From an optimization exercise on the open Yosys and OpenROAD flow, aimed at small area, a short achievable clock period and few clock cycles; shortcuts taken in it are not production practice. Only simulation tests tie the RTL to the original design; equivalence was not proved. Power figures rest on the tool's default switching activity, not on a simulated workload.

==> inputs of wip/pepper <==
## rle_bool
module rle_bool (
    input  wire         clk,
    input  wire         rst,         
    input  wire         hw_valid,
    input  wire [8:0]   hw_idx,
    input  wire         hw_val,
    output wire         idle,
    input  wire         lit_valid,
    input  wire [127:0] lit_data,
    output wire         lit_ready,
    output reg          rec_valid,
    output wire [3:0]   rec_kind,    
    output reg  [8:0]   rec_idx,
    output reg          rec_val,
    output reg          seg_done,
    output reg  [2:0]   seg_task
);
clock: 7.0 ns
lec_check: 0
cap_margin: 20
core_margin: 2
core_utilization: 30
setup_slack_margin: 3.0
slew_margin: 20
run.sh (not shown) runs the stock make flow with config.mk's settings and CLKGATE_MAP_FILE= SYNTH_SCRIPT=/design/flow/synth_recipe.tcl, a recipe that flattens the netlist after the stock synthesis.
==> wip/willow (differences from wip/pepper) <==
--- a/flow/config.mk
+++ b/flow/config.mk
@@ -9,4 +9,4 @@
 export CORE_MARGIN = 2
-export CORE_UTILIZATION = 30
-export SETUP_SLACK_MARGIN = 3.0
+export CORE_UTILIZATION = 45
+export SETUP_SLACK_MARGIN = 3.4
 export SLEW_MARGIN = 20
==> wip/xenon (differences from wip/pepper) <==
--- a/flow/config.mk
+++ b/flow/config.mk
@@ -9,4 +9,4 @@
 export CORE_MARGIN = 2
-export CORE_UTILIZATION = 30
-export SETUP_SLACK_MARGIN = 3.0
+export CORE_UTILIZATION = 45
+export SETUP_SLACK_MARGIN = 3.8
 export SLEW_MARGIN = 20
==> metrics.md <==
| Metric | Value |
|---|---|
| Worst Hold End | b_neg[1]$_DFFE_PP_ |
| Final period util | 57.62% |
| Inverters excl. clock | 63 |
| Die ar. | 157700 sq um |
| Outcome | complete, no violations |
| Fmax achieved | 0.2479 GHz |
| Non-Clock Buffer Count | 526 |
| Seq area share | 34.70% |
| Hold slack | 0.3685 ns |
# the run above: wip/xenon

==> metrics.md <==
| Metric | Value |
|---|---|
| Die ar. | 157700 sq um |
| Layout Check Fails | max-slew violations |
| Seq area share | 34.80% |
| Slew Viols, Final | 158 |
| Outcome | failed layout checks |
# the run above: wip/willow

==> metrics.md <==
| Metric | Value |
|---|---|
| Outcome | complete, no violations |
| Non-Clock Buffer Count | 443 |
| Final period util | 59.74% |
| Hold slack | 0.4226 ns |
| Fmax achieved | 0.2391 GHz |
| Die ar. | 235600 sq um |
| Inverters excl. clock | 62 |
| Seq area share | 34.67% |
| Worst Hold End | b_md[2][2]$_DFFE_PP_ |
# the run above: wip/pepper

Testbench counts of wip/pepper, summed over its fixed seeds: cycles 13,273.
Testbench counts of wip/willow, summed over its fixed seeds: cycles 13,273.
Testbench counts of wip/xenon, summed over its fixed seeds: cycles 13,273.


==> inputs of run D <==
rle_bool again, from the RTL that the note above started with.
// rle_bool
module rle_bool (
    input  wire         clk,
    input  wire         rst,         
    input  wire         hw_valid,
    input  wire [8:0]   hw_idx,
    input  wire         hw_val,
    output wire         idle,
    input  wire         lit_valid,
    input  wire [127:0] lit_data,
    output wire         lit_ready,
    output reg          rec_valid,
    output wire [3:0]   rec_kind,    
    output reg  [8:0]   rec_idx,
    output reg          rec_val,
    output reg          seg_done,
    output reg  [2:0]   seg_task
);
Settings: LEC_CHECK=0, CAP_MARGIN=20, CORE_MARGIN=2, CORE_UTILIZATION=30, SETUP_SLACK_MARGIN=4.0, SLEW_MARGIN=20; clock period 7.0 ns.
==> inputs of run A, as changes to run D <==
Settings changed: CORE_UTILIZATION 30 to 60, SETUP_SLACK_MARGIN 4.0 to 3.8.
==> notes.md <==
metric                                                                            run D                    run A
Status                                                          complete, no violations  complete, no violations
RD Place Congestion                                                               0.973                    0.989
Wirelength, routed                                                            289000 um                286000 um
Transition time at the pin with the least slew margin                           1.20 ns                  1.15 ns
Biggest fanout along the worst timing path                                           17                        8
Filler instances                                                                  22223                     8333
Final setup slack of the worst path                                             2.85 ns                  2.55 ns
Half-perimeter wire length after detailed placement                           177000 um                173000 um
Clock Network Area Fraction                                                       4.39%                    4.63%
Post-route clock skew                                                         0.0848 ns                0.0733 ns
Core outline area                                                            230000 um2               115000 um2
Average vias per placed instance                                                   6.21                     7.56
Clock latency (worst-skew pair)                                                 0.81 ns                  0.79 ns
Global Route Usage Sum                                                            23.7%                    48.0%
Seq. pwr                                                                        7090 uW                  7100 uW
Critical Path Stages                                                                 14                       13
Post-route non-filler standard cell count                                          9377                     7834
Max-Slew Margin vs Limit                                                          20.1%                    23.2%
Final total power                                                              16600 uW                 16700 uW
Area post-placement                                                           74100 um2                72100 um2
Global routing met3 resource utilization                                          7.43%                    17.2%
Seq pwr share                                                                     42.7%                    42.6%
Start point of the worst hold path                                 a_md[1][2]$_DFFE_PN_     a_md[1][0]$_DFFE_PN_
Number of buffers other than clock buffers in the final layout                      543                      507
Testbench counts of run D, summed over its fixed seeds: cycles 13,273.
Testbench counts of run A, summed over its fixed seeds: cycles 13,273.

==> separate check: timing with driven ports <==
In the flow no input, the clock included, has a driving cell. The finished layouts below were timed again as built, in two steps.
Step 1: set_driving_cell puts a clkbuf_16 on clk and a buf_2 on each other input, an assumption about the parent block.
Step 2 adds t to the input delays and takes it off the output delays; t is the mean of the earliest and latest rising clock arrival at the registers after step 1. Input paths then give back, and output paths get back, about the clock's delay inside the block.
a / b / c = ideal ports / drivers / drivers and shift; a / b = the first two.
| run | t, ns | setup slack, ns | worst setup path at the end | cell pins on the clock port's net |
|---|---|---|---|---|
| wip/pepper | 0.872 | 2.818 / 2.818 / 2.311 | input to register | 1 |
| wip/willow | 0.846 | 2.811 / 2.811 / 2.244 | input to register | 1 |
| wip/xenon | 0.829 | 2.967 / 2.967 / 2.337 | input to register | 1 |
| run D | 0.854 | 2.851 / 2.851 / 2.449 | input to register | 1 |
| run A | 0.832 | 2.551 / 2.551 / 2.382 | input to register | 1 |
The setup slack of wip/xenon, which loses most, moves by 0.000 ns with the drivers and by -0.630 ns with both steps.
